Background: an optimization exercise with open tools, aiming at small area, a short achievable clock period and few clock cycles per item. Do not read the settings as production practice. Where RTL was checked, it was by simulation tests only, not by an equivalence proof against the original.

== oak ==
==> flow/design.v (excerpt) <==
module whorl_rsq (
    input             clk,
    input             rst,           
    input             in_valid,
    output            in_ready,
    input             in_sqrt,       
    input      [31:0] in_a,
    output reg        out_valid,
    output reg [31:0] out_res,
    output reg        out_sat,
    output reg        out_divz,
    output reg        out_domain
);
Size in the first run: roughly 150 flip-flops, ~73 I/O pins, roughly 13000 um2 of cells after synthesis.
==> flow/config.mk <==
export PLATFORM = sky130hd
export DESIGN_NAME = whorl_rsq
export DESIGN_NICKNAME = whorl_rsq
export VERILOG_FILES = /design/flow/design.v
export SDC_FILE = /design/flow/constraint.sdc
export NUM_CORES = 4
export LEC_CHECK = 0
export CAP_MARGIN = 20
export CORE_MARGIN = 2
export CORE_UTILIZATION = 55
export PLACE_DENSITY = 0.75
export SLEW_MARGIN = 20
==> flow/constraint.sdc <==
create_clock -name core_clock -period 11.0 [get_ports {clk}]
set_input_delay 2.2000 -clock core_clock [delete_from_list [all_inputs] [get_ports {clk}]]
set_output_delay 2.2000 -clock core_clock [all_outputs]
set_load 0.01 [all_outputs]
standard.sh (not shown) runs the stock make flow with config.mk's settings and CLKGATE_MAP_FILE= SYNTH_SCRIPT=/design/flow/synth_recipe.tcl, a recipe that flattens the netlist after the stock synthesis.
==> flow/flow/run.sh <==
#!/bin/bash
set -euo pipefail
bash standard.sh SETUP_SLACK_MARGIN=7 SETUP_MOVE_SEQUENCE=unbuffer,sizeup,swap,buffer finish > standard_flow.log 2>&1
Testbench counts of oak, summed over its fixed seeds: cycles 234,871, items 16,000.
### oak -> pine
Settings: CORE_UTILIZATION changed from 55 to 40; PLACE_DENSITY changed from 0.75 to 0.6.
==> flow/flow/run.sh <==
#!/bin/bash
set -euo pipefail
bash standard.sh SETUP_SLACK_MARGIN=6.5 SETUP_MOVE_SEQUENCE=unbuffer,sizeup,swap,buffer TNS_END_PERCENT=20 finish > standard_flow.log 2>&1
==> summary.txt <==
Diff oak -> pine | relative slew slack | increase of 6.6 points. Minimum clock period after layout: lower on pine. Worst setup slack after layout ends up higher on pine. Higher clock skew among pine and oak: pine.
### pine -> birch
==> flow/flow/run.sh <==
#!/bin/bash
set -euo pipefail
bash standard.sh SETUP_SLACK_MARGIN=7 SETUP_MOVE_SEQUENCE=unbuffer,sizeup,swap,buffer TNS_END_PERCENT=20 finish > standard_flow.log 2>&1
[summary]
- Against pine, wire length on met2 in birch rose by a few percent.
- Count of clock-buffer cells in the layout up 2 in birch wrt pine
- birch vs. pine: clock period minus worst slack decreased by 390 ps relative to the old numbers.
- Final non-filler cell area delta (birch − pine): unfavourable
- When birch is set beside pine, its global-route usage over all layers turns out to be 0.50 points larger.
- birch vs. pine: share of the clock period used by the worst path went down by 3.5 points.
- Diff pine -> birch | wire length on met3 | decrease of 4.8%

---

== run Y ==
whorl_rsq, a different RTL version from the one above (not shown whole).
Size in the first run: ~1500 cells after synthesis, roughly 130 flip-flops, about 73 I/O pins, about 12000 sq um of cells after synthesis.
clock: 11.0 ns
lec_check: 0
cap_margin: 20
core_margin: 2
core_utilization: 40
place_density: 0.6
slew_margin: 20
==> flow/flow/run.sh <==
#!/bin/bash
set -euo pipefail
bash standard.sh SETUP_SLACK_MARGIN=7 SETUP_MOVE_SEQUENCE=unbuffer,sizeup,swap finish > standard_flow.log 2>&1
Testbench counts of run Y, summed over its fixed seeds: cycles 234,871, items 16,000.
Modified inputs, run A compared to run Y
==> flow/run.sh (new file) <==
#!/bin/bash
# synth_recipe.tcl (not shown) runs the flow's synth.tcl, then flattens the netlist and writes it again
# the make line also repeats each setting of config.mk as NAME=value (left out here)
make -C /OpenROAD-flow-scripts/flow DESIGN_CONFIG=/design/flow/config.mk WORK_HOME=/design/flow/orfs CLKGATE_MAP_FILE= SYNTH_SCRIPT=/design/flow/synth_recipe.tcl finish
--- a/flow/config.mk
+++ b/flow/config.mk
@@ -11,2 +11,3 @@
 export PLACE_DENSITY = 0.6
+export SETUP_SLACK_MARGIN = 5
 export SLEW_MARGIN = 20
removed: flow/flow/run.sh
removed: flow/standard.sh
- Compared run A against run Y; final cell count within noise.
- On cell area, run A does better than run Y.
- Detailed-route wire length on metal 1 in run A is 970 um higher than in run Y
- Run A vs run Y, worst setup path startpoint: sq vs s
- Run A vs. run Y: worst slew margin relative to its limit now sits higher; first-iteration DRC count now sits higher; wire length now sits lower; clock period minus final worst setup slack now sits higher.
- Smallest setup slack after layout delta (run A − run Y): unfavourable

---

The RTL this note starts from:
==> flow/design.v <==
module whorl_rsq (
    input             clk,
    input             rst,           
    input             in_valid,
    output            in_ready,
    input             in_sqrt,       
    input      [31:0] in_a,
    output reg        out_valid,
    output reg [31:0] out_res,
    output reg        out_sat,
    output reg        out_divz,
    output reg        out_domain
);
    reg  [15:0]  M;
    reg  [15:0]  Ms;                         
    reg          rdy, first;
    reg          sq;                         
    reg          nf;                         
    reg          f_spc, f_sat, f_divz, f_dom;
    reg  [32:0]  S;                          
    reg          s;                          
    reg  [31:0]  E;                          
    reg          b0r;                        
    assign in_ready = rdy;
    wire accept = in_valid & rdy;
    wire last   = M[0] & !M[1];
    wire [31:0] a       = in_a;
    wire        a_zero  = (a == 32'd0);
    wire        sm_pos  = !a[31] & (a[30:28] == 3'd0) & (!a[27] | (a[26:0] == 27'd0));
    wire        sm_neg  = a[31] & (a[30:27] == 4'hF);
    wire        a_m27   = sm_neg & (a[26:0] == 27'd0);             
    wire        a_max   = !a[31] & (a[30:0] == 31'h7FFF_FFFF);
    wire        spc_in  = in_sqrt ? (a[31] | a_max) : (sm_pos | sm_neg);
    wire        rcp_sk2 = a[31] ? !a[30] : (a[30] & (a[29] | (a[28:2] != 27'd0)));
    wire        rcp_sk1 = a[31] ? (a[30:28] != 3'b111)
                                : (a[30] | a[29] | (a[28] & (a[27:0] != 28'd0)));
    wire        sq_sk1  = (a[30:27] == 4'd0);
    reg  [32:0] s_init;
    reg  [15:0] m_init;
    always @* begin
        if (in_sqrt) begin
            if (sq_sk1) begin
                s_init = {4'b1111, a[26:0], 2'b00};              
                m_init = 16'h3FFF;
            end else begin
                s_init = {2'b11, a[30:0]};                       
                m_init = 16'h7FFF;
            end
        end else if (rcp_sk2) begin
            s_init = a[31] ? {33'h0_7FFF_FFF8 | {31'd0, a[29:28]}}
                           : {33'h0_8000_0004 | {31'd0, a[29:28]}};
            m_init = 16'h3FFF;
        end else if (rcp_sk1) begin
            s_init = a[31] ? {33'h0_1FFF_FFFE | {32'd0, a[30]}}
                           : {33'h0_2000_0000 | {32'd0, a[30]}};
            m_init = 16'h7FFF;
        end else begin
            s_init = a[31] ? 33'h0_07FF_FFFF : 33'h0_0800_0000;
            m_init = 16'hFFFF;
        end
        if (spc_in)
            m_init = 16'h0001;
    end
    wire [16:0] Mx  = {1'b0, M};
    wire [16:0] Msx = {1'b0, Ms};
    wire [31:0] oh0, oh1, so0, so1, sk0, sk1;
    genvar m;
    generate
        for (m = 0; m < 16; m = m + 1) begin : pos
            assign oh0[2*m+1] = Mx[m] & !Mx[m+1];
            assign oh0[2*m]   = 1'b0;
            assign oh1[2*m+1] = 1'b0;
            assign oh1[2*m]   = Mx[m] & !Mx[m+1];
            assign so0[2*m+1] = Msx[m] & !Msx[m+1];
            assign so0[2*m]   = 1'b0;
            assign so1[2*m+1] = 1'b0;
            assign so1[2*m]   = Msx[m] & !Msx[m+1];
            assign sk0[2*m+1] = Msx[m+1];
            assign sk0[2*m]   = Msx[m];
            assign sk1[2*m+1] = Msx[m+1];
            assign sk1[2*m]   = Msx[m+1];
        end
    endgenerate
    wire [31:0] sop0  = {so0[30:0], 1'b0};          
    wire [31:0] sopp0 = {so0[29:0], 2'b00};         
    wire [31:0] sop1  = so0;                        
    wire [31:0] dfb  = (b0r ? {so0[28:0], 3'b000} : 32'd0) | (!s ? sopp0 : 32'd0);
    wire [31:0] msub0 = dfb | sk0;                  
    wire [31:0] madd0 = dfb | sop0 | so0;           
    wire [32:0] Y0    = s ? {1'b0, ~(E & ~madd0)} : {1'b1, E & ~msub0};
    wire        cin0  = s ? nf : !nf;
    wire [32:0] R0    = S + Y0 + {32'd0, cin0};
    wire        s1    = R0[32];                     
    reg         bdv0, bdv1;
    wire        bdn0 = (|(E & {2'b00, oh0[31:2]})) ^ !nf;
    wire        bdn1 = (|(E & {2'b00, oh1[31:2]})) ^ !nf;
    wire [32:0] R1c [0:1];
    genvar u;
    generate
        for (u = 0; u < 2; u = u + 1) begin : outcome    
            wire [31:0] msub1 = dfb | sk1 | sop0;
            wire [31:0] madd1 = dfb | sop1 | so1;
            wire [32:0] Y1    = (u == 1) ? {1'b0, ~(E & ~madd1)} : {1'b1, E & ~msub1};
            wire        cin1  = (u == 1) ? nf : !nf;
            wire        bd0   = sq ? (u == 0) : bdv0;
            wire [32:0] X1    = {S[31:0], bd0};
            wire [32:0] X2    = {Y0[31:0], cin1};
            wire [32:0] cs_s  = X1 ^ X2 ^ Y1;
            wire [32:0] cs_c  = (X1 & X2) | (X1 & Y1) | (X2 & Y1);
            assign R1c[u] = cs_s + {cs_c[31:0], cin0} + {32'd0, cin0};
        end
    endgenerate
    wire [32:0] R1  = s1 ? R1c[1] : R1c[0];
    wire        b0  = !s1;
    wire        b1  = !R1[32];
    wire        bd1 = sq ? b1 : bdv1;
    wire [1:0]  qbits = {b0 ^ nf, b1 ^ nf};
    always @(posedge clk) begin
        if (rst) begin
            M         <= 16'd0;
            Ms        <= 16'd0;
            rdy       <= 1'b1;
            out_valid <= 1'b0;
        end else begin
            out_valid <= last;
            if (accept) begin
                M   <= m_init;
                Ms  <= in_sqrt ? m_init : 16'd0;
                rdy <= spc_in;
            end else begin
                M   <= {1'b0, M[15:1]};
                Ms  <= {1'b0, Ms[15:1]};
                rdy <= !M[2];
            end
        end
    end
    always @(posedge clk) begin
        first <= accept;
        if (accept) begin
            sq     <= in_sqrt;
            nf     <= !in_sqrt & a[31];
            f_spc  <= spc_in;
            f_sat  <= !in_sqrt & (sm_pos | sm_neg) & !a_zero & !a_m27;
            f_divz <= !in_sqrt & a_zero;
            f_dom  <= in_sqrt & a[31];
            S      <= s_init;
            s      <= in_sqrt;
            E      <= in_sqrt ? 32'hFFFF_FFFF : (a[31] ? a : ~a);
            b0r    <= 1'b0;
            bdv0   <= rcp_sk2 ? a[27] : rcp_sk1 ? a[29] : a[31];
            bdv1   <= rcp_sk2 ? a[26] : rcp_sk1 ? a[28] : a[30];
        end else begin
            bdv0 <= bdn0;
            bdv1 <= bdn1;
            S <= {R1[31:0], bd1};
            s <= R1[32];
            E   <= E & ~dfb;
            b0r <= b0;
        end
        if (first & f_spc)
            out_res <= {nf, sq ? !f_dom : !nf, {30{!sq & !nf}}};
        else if (first)
            out_res <= {{30{nf}}, qbits};
        else
            out_res <= {out_res[29:0], qbits};
        if (last) begin
            out_sat    <= f_sat;
            out_divz   <= f_divz;
            out_domain <= f_dom;
        end
    end
endmodule
clock: 11.0 ns
lec_check: 0
cap_margin: 20
core_margin: 2
core_utilization: 40
place_density: 0.6
slew_margin: 20
==> flow/flow/run.sh <==
#!/bin/bash
set -euo pipefail
bash standard.sh SETUP_SLACK_MARGIN=7 SETUP_MOVE_SEQUENCE=unbuffer,sizeup,swap,buffer,clone,split TNS_END_PERCENT=20 finish > standard_flow.log 2>&1
Testbench counts at the start, summed over its fixed seeds: cycles 234,871, items 16,000.
Edit:
==> flow/flow/run.sh (replaced) <==
#!/bin/bash
set -euo pipefail
bash standard.sh SETUP_SLACK_MARGIN=7.5 SETUP_MOVE_SEQUENCE=unbuffer,sizeup,swap,buffer TNS_END_PERCENT=20 finish > standard_flow.log 2>&1
Effect: Routed wire length drops by about 6%. Cell area drops by about 4.4%. Global-route usage shrinks by 1.2 points. Register-to-register slack gets worse by 170 ps.
Edit:
==> flow/flow/run.sh (replaced) <==
#!/bin/bash
set -euo pipefail
bash standard.sh SETUP_SLACK_MARGIN=7 SETUP_MOVE_SEQUENCE=unbuffer,sizeup,swap,buffer TNS_END_PERCENT=20 finish > standard_flow.log 2>&1
- PLACE_DENSITY: 0.6 -> 0.5
Effect: The new run ran to the end with no violations; clock-buffer cell count grows by 1; via count shrinks slightly; worst hold slack is about the same; design area drops by a few percent; core utilization went down by 2.7 points.

---

Starts from the design.v that is shown in full above.
clock: 11.0 ns
lec_check: 0
cap_margin: 20
core_margin: 2
core_utilization: 40
place_density: 0.6
slew_margin: 20
==> flow/flow/run.sh <==
#!/bin/bash
set -euo pipefail
bash standard.sh SETUP_SLACK_MARGIN=7 SETUP_MOVE_SEQUENCE=unbuffer,sizeup,swap,buffer TNS_END_PERCENT=5 finish > standard_flow.log 2>&1
Testbench counts at the start, summed over its fixed seeds: cycles 234,871, items 16,000.
Next try:
==> flow/flow/run.sh (replaced) <==
#!/bin/bash
set -euo pipefail
bash standard.sh SETUP_SLACK_MARGIN=7 SETUP_MOVE_SEQUENCE=unbuffer,sizeup,swap,buffer TNS_END_PERCENT=20 finish > standard_flow.log 2>&1
--- a/flow/config.mk
+++ b/flow/config.mk
@@ -6,7 +6,7 @@
 export NUM_CORES = 4
 export LEC_CHECK = 0
-export CAP_MARGIN = 20
+export CAP_MARGIN = 0
 export CORE_MARGIN = 2
 export CORE_UTILIZATION = 40
 export PLACE_DENSITY = 0.6
-export SLEW_MARGIN = 20
+export SLEW_MARGIN = 0
After rerunning: Final cell count went up by 0.39%. Final area went up by 1.6%. Synthesized cell count is unchanged. Die area is unchanged. Area after synthesis stays the same. Critical path depth stays the same.
Next try:
==> flow/flow/run.sh (replaced) <==
#!/bin/bash
set -euo pipefail
bash standard.sh SETUP_SLACK_MARGIN=8 SETUP_MOVE_SEQUENCE=unbuffer,sizeup,swap,buffer finish > standard_flow.log 2>&1
--- a/flow/config.mk
+++ b/flow/config.mk
@@ -6,7 +6,7 @@
 export NUM_CORES = 4
 export LEC_CHECK = 0
-export CAP_MARGIN = 0
+export CAP_MARGIN = 20
 export CORE_MARGIN = 2
 export CORE_UTILIZATION = 40
 export PLACE_DENSITY = 0.6
-export SLEW_MARGIN = 0
+export SLEW_MARGIN = 20
Effect: Synthesized area does not change. Design area came out higher by 8.8%. Clock-buffer cell count came out lower by 1. Wire length came out higher by 3.7%.
Next try:
==> flow/flow/run.sh (replaced) <==
#!/bin/bash
set -euo pipefail
bash standard.sh SETUP_SLACK_MARGIN=7 SETUP_MOVE_SEQUENCE=unbuffer,sizeup,swap,buffer finish > standard_flow.log 2>&1
Count of clock-buffer cells in the layout went down by 1.
Via count goes down by 1.9%.
Setup slack is worse by 0.19 ns.
Wire length fell by about 5%.
Register-to-register slack got worse by 0.19 ns.
Clock skew barely changes.
Hold slack is worse by 0.0058 ns.
Core utilization shrinks by 4.8 points.
Critical path depth falls by 3.

---

whorl_rsq, a different RTL version from the one above (not shown whole).
Size in the first run: ~160 flip-flops, about 73 I/O pins, about 12000 um2 of cells after synthesis.
export LEC_CHECK = 0
export CAP_MARGIN = 20
export CORE_MARGIN = 2
export CORE_UTILIZATION = 40
export PLACE_DENSITY = 0.6
export SLEW_MARGIN = 20
create_clock -name core_clock -period 11.0 [get_ports {clk}]
run.sh (not shown) runs the stock make flow with config.mk's settings and CLKGATE_MAP_FILE= SYNTH_SCRIPT=/design/flow/synth_recipe.tcl, a recipe that flattens the netlist after the stock synthesis.
Stock flow here: none of the scripts above is used.
Rerun with:
ABC_AREA = 1   (was unset)
What happened: The new run ran to the end with no violations; wire length went up by 18%; cell count went up by 22%; hold slack stays flat.
Function was not checked in any run of this note: the RTL went through the layout flow alone.

---

whorl_rsq, a different RTL version from the one above (not shown whole).
Size in the first run: ~1500 cells after synthesis, about 130 flip-flops, roughly 73 I/O pins, ~12000 sq um of cells after synthesis.
// whorl_rsq
module whorl_rsq (
    input             clk,
    input             rst,           
    input             in_valid,
    output            in_ready,
    input             in_sqrt,       
    input      [31:0] in_a,
    output reg        out_valid,
    output reg [31:0] out_res,
    output reg        out_sat,
    output reg        out_divz,
    output reg        out_domain
);
Settings: LEC_CHECK=0, CAP_MARGIN=20, CORE_MARGIN=2, CORE_UTILIZATION=40, PLACE_DENSITY=0.6, SLEW_MARGIN=20; clock period 11.0 ns.
standard.sh (not shown) runs the stock make flow with config.mk's settings and CLKGATE_MAP_FILE= SYNTH_SCRIPT=/design/flow/synth_recipe.tcl, a recipe that flattens the netlist after the stock synthesis.
==> flow/flow/run.sh <==
#!/bin/bash
set -euo pipefail
bash standard.sh SETUP_SLACK_MARGIN=9 SETUP_MOVE_SEQUENCE=unbuffer,sizeup,swap,buffer TNS_END_PERCENT=20 finish > standard_flow.log 2>&1
Testbench counts at the start, summed over its fixed seeds: cycles 234,871, items 16,000.
Edit:
==> flow/flow/run.sh (replaced) <==
#!/bin/bash
set -euo pipefail
bash standard.sh SETUP_SLACK_MARGIN=7 SETUP_MOVE_SEQUENCE=unbuffer,sizeup,swap,buffer TNS_END_PERCENT=5 finish > standard_flow.log 2>&1
Result:
- The changed run ran to the end with no violations
- first-iteration DRC count is higher by 14%
- cell area is lower by 7.2%
Edit:
==> flow/flow/run.sh (replaced) <==
#!/bin/bash
set -euo pipefail
bash standard.sh SETUP_SLACK_MARGIN=7.5 SETUP_MOVE_SEQUENCE=unbuffer,sizeup,swap,buffer TNS_END_PERCENT=20 finish > standard_flow.log 2>&1
=> Clock skew hardly moves. Die area stays the same. Design area climbs by 7.8%. Non-clock buffer count came out higher by 43. Via count came out higher by 4.2%.
Edit:
==> flow/flow/run.sh (replaced) <==
#!/bin/bash
set -euo pipefail
bash standard.sh SETUP_SLACK_MARGIN=8 SETUP_MOVE_SEQUENCE=unbuffer,sizeup,swap,buffer TNS_END_PERCENT=10 finish > standard_flow.log 2>&1
Effect: The changed run finished clean; via count decreases by 0.77%; synthesized area is unchanged; design area decreases by 3.1%; cell count decreases by about 1.1%; global-route usage hardly moves; count of clock-buffer cells in the layout does not change; core utilization decreases by 1.6 points.

## what the ideal ports hide
No port has a modelled driver above. Below, the same layouts with a new extraction and two added sets of constraints.
Step 1 sets driving cells, clkbuf_16 on the clock port and buf_2 on the other inputs (assumed; they add their load-dependent delay and slew).
Step 2 moves the port delays by t, midway between the first and last clock arrival at a register: inputs arrive t later, outputs are due t later. That takes back most of the time a late clock gives input paths.
Three values: no drivers, after step 1, after step 2; two values: the first two.
run	t (ns)	setup slack, ns	slew at the worst register clock pin (ns)
oak	0.491	5.969 / 5.969 / 5.969	0.08 / 0.08
pine	0.480	6.038 / 6.038 / 5.804	0.08 / 0.08
birch	0.484	6.428 / 6.428 / 6.022	0.07 / 0.07
run Y	0.471	5.856 / 5.856 / 5.856	0.07 / 0.07
run A	0.484	5.304 / 5.304 / 5.304	0.08 / 0.08
the first run of note 3	0.492	6.511 / 6.539 / 6.047	0.07 / 0.07
the second run of note 3	0.493	6.475 / 6.475 / 6.129	0.08 / 0.08
the third run of note 3	0.487	6.082 / 6.082 / 5.802	0.09 / 0.09
the first run of note 4	0.476	6.394 / 6.394 / 5.988	0.07 / 0.07
the second run of note 4	0.484	6.428 / 6.428 / 6.022	0.07 / 0.07
the third run of note 4	0.490	6.561 / 6.561 / 6.232	0.07 / 0.07
the fourth run of note 4	0.483	6.370 / 6.370 / 6.028	0.08 / 0.08
the first run of note 5	0.482	2.495 / 2.495 / 2.495	0.08 / 0.08
the second run of note 5	0.478	3.379 / 3.379 / 3.379	0.08 / 0.08
the first run of note 6	0.493	6.508 / 6.508 / 6.508	0.07 / 0.07
the second run of note 6	0.478	6.144 / 6.144 / 5.953	0.07 / 0.07
the third run of note 6	0.481	6.587 / 6.587 / 6.587	0.08 / 0.08
the fourth run of note 6	0.476	6.502 / 6.502 / 6.202	0.07 / 0.07
After both steps every run listed still meets setup and hold. The setup slack of the first run of note 3, which loses most, moves by +0.028 ns with the drivers and by -0.464 ns with both steps.
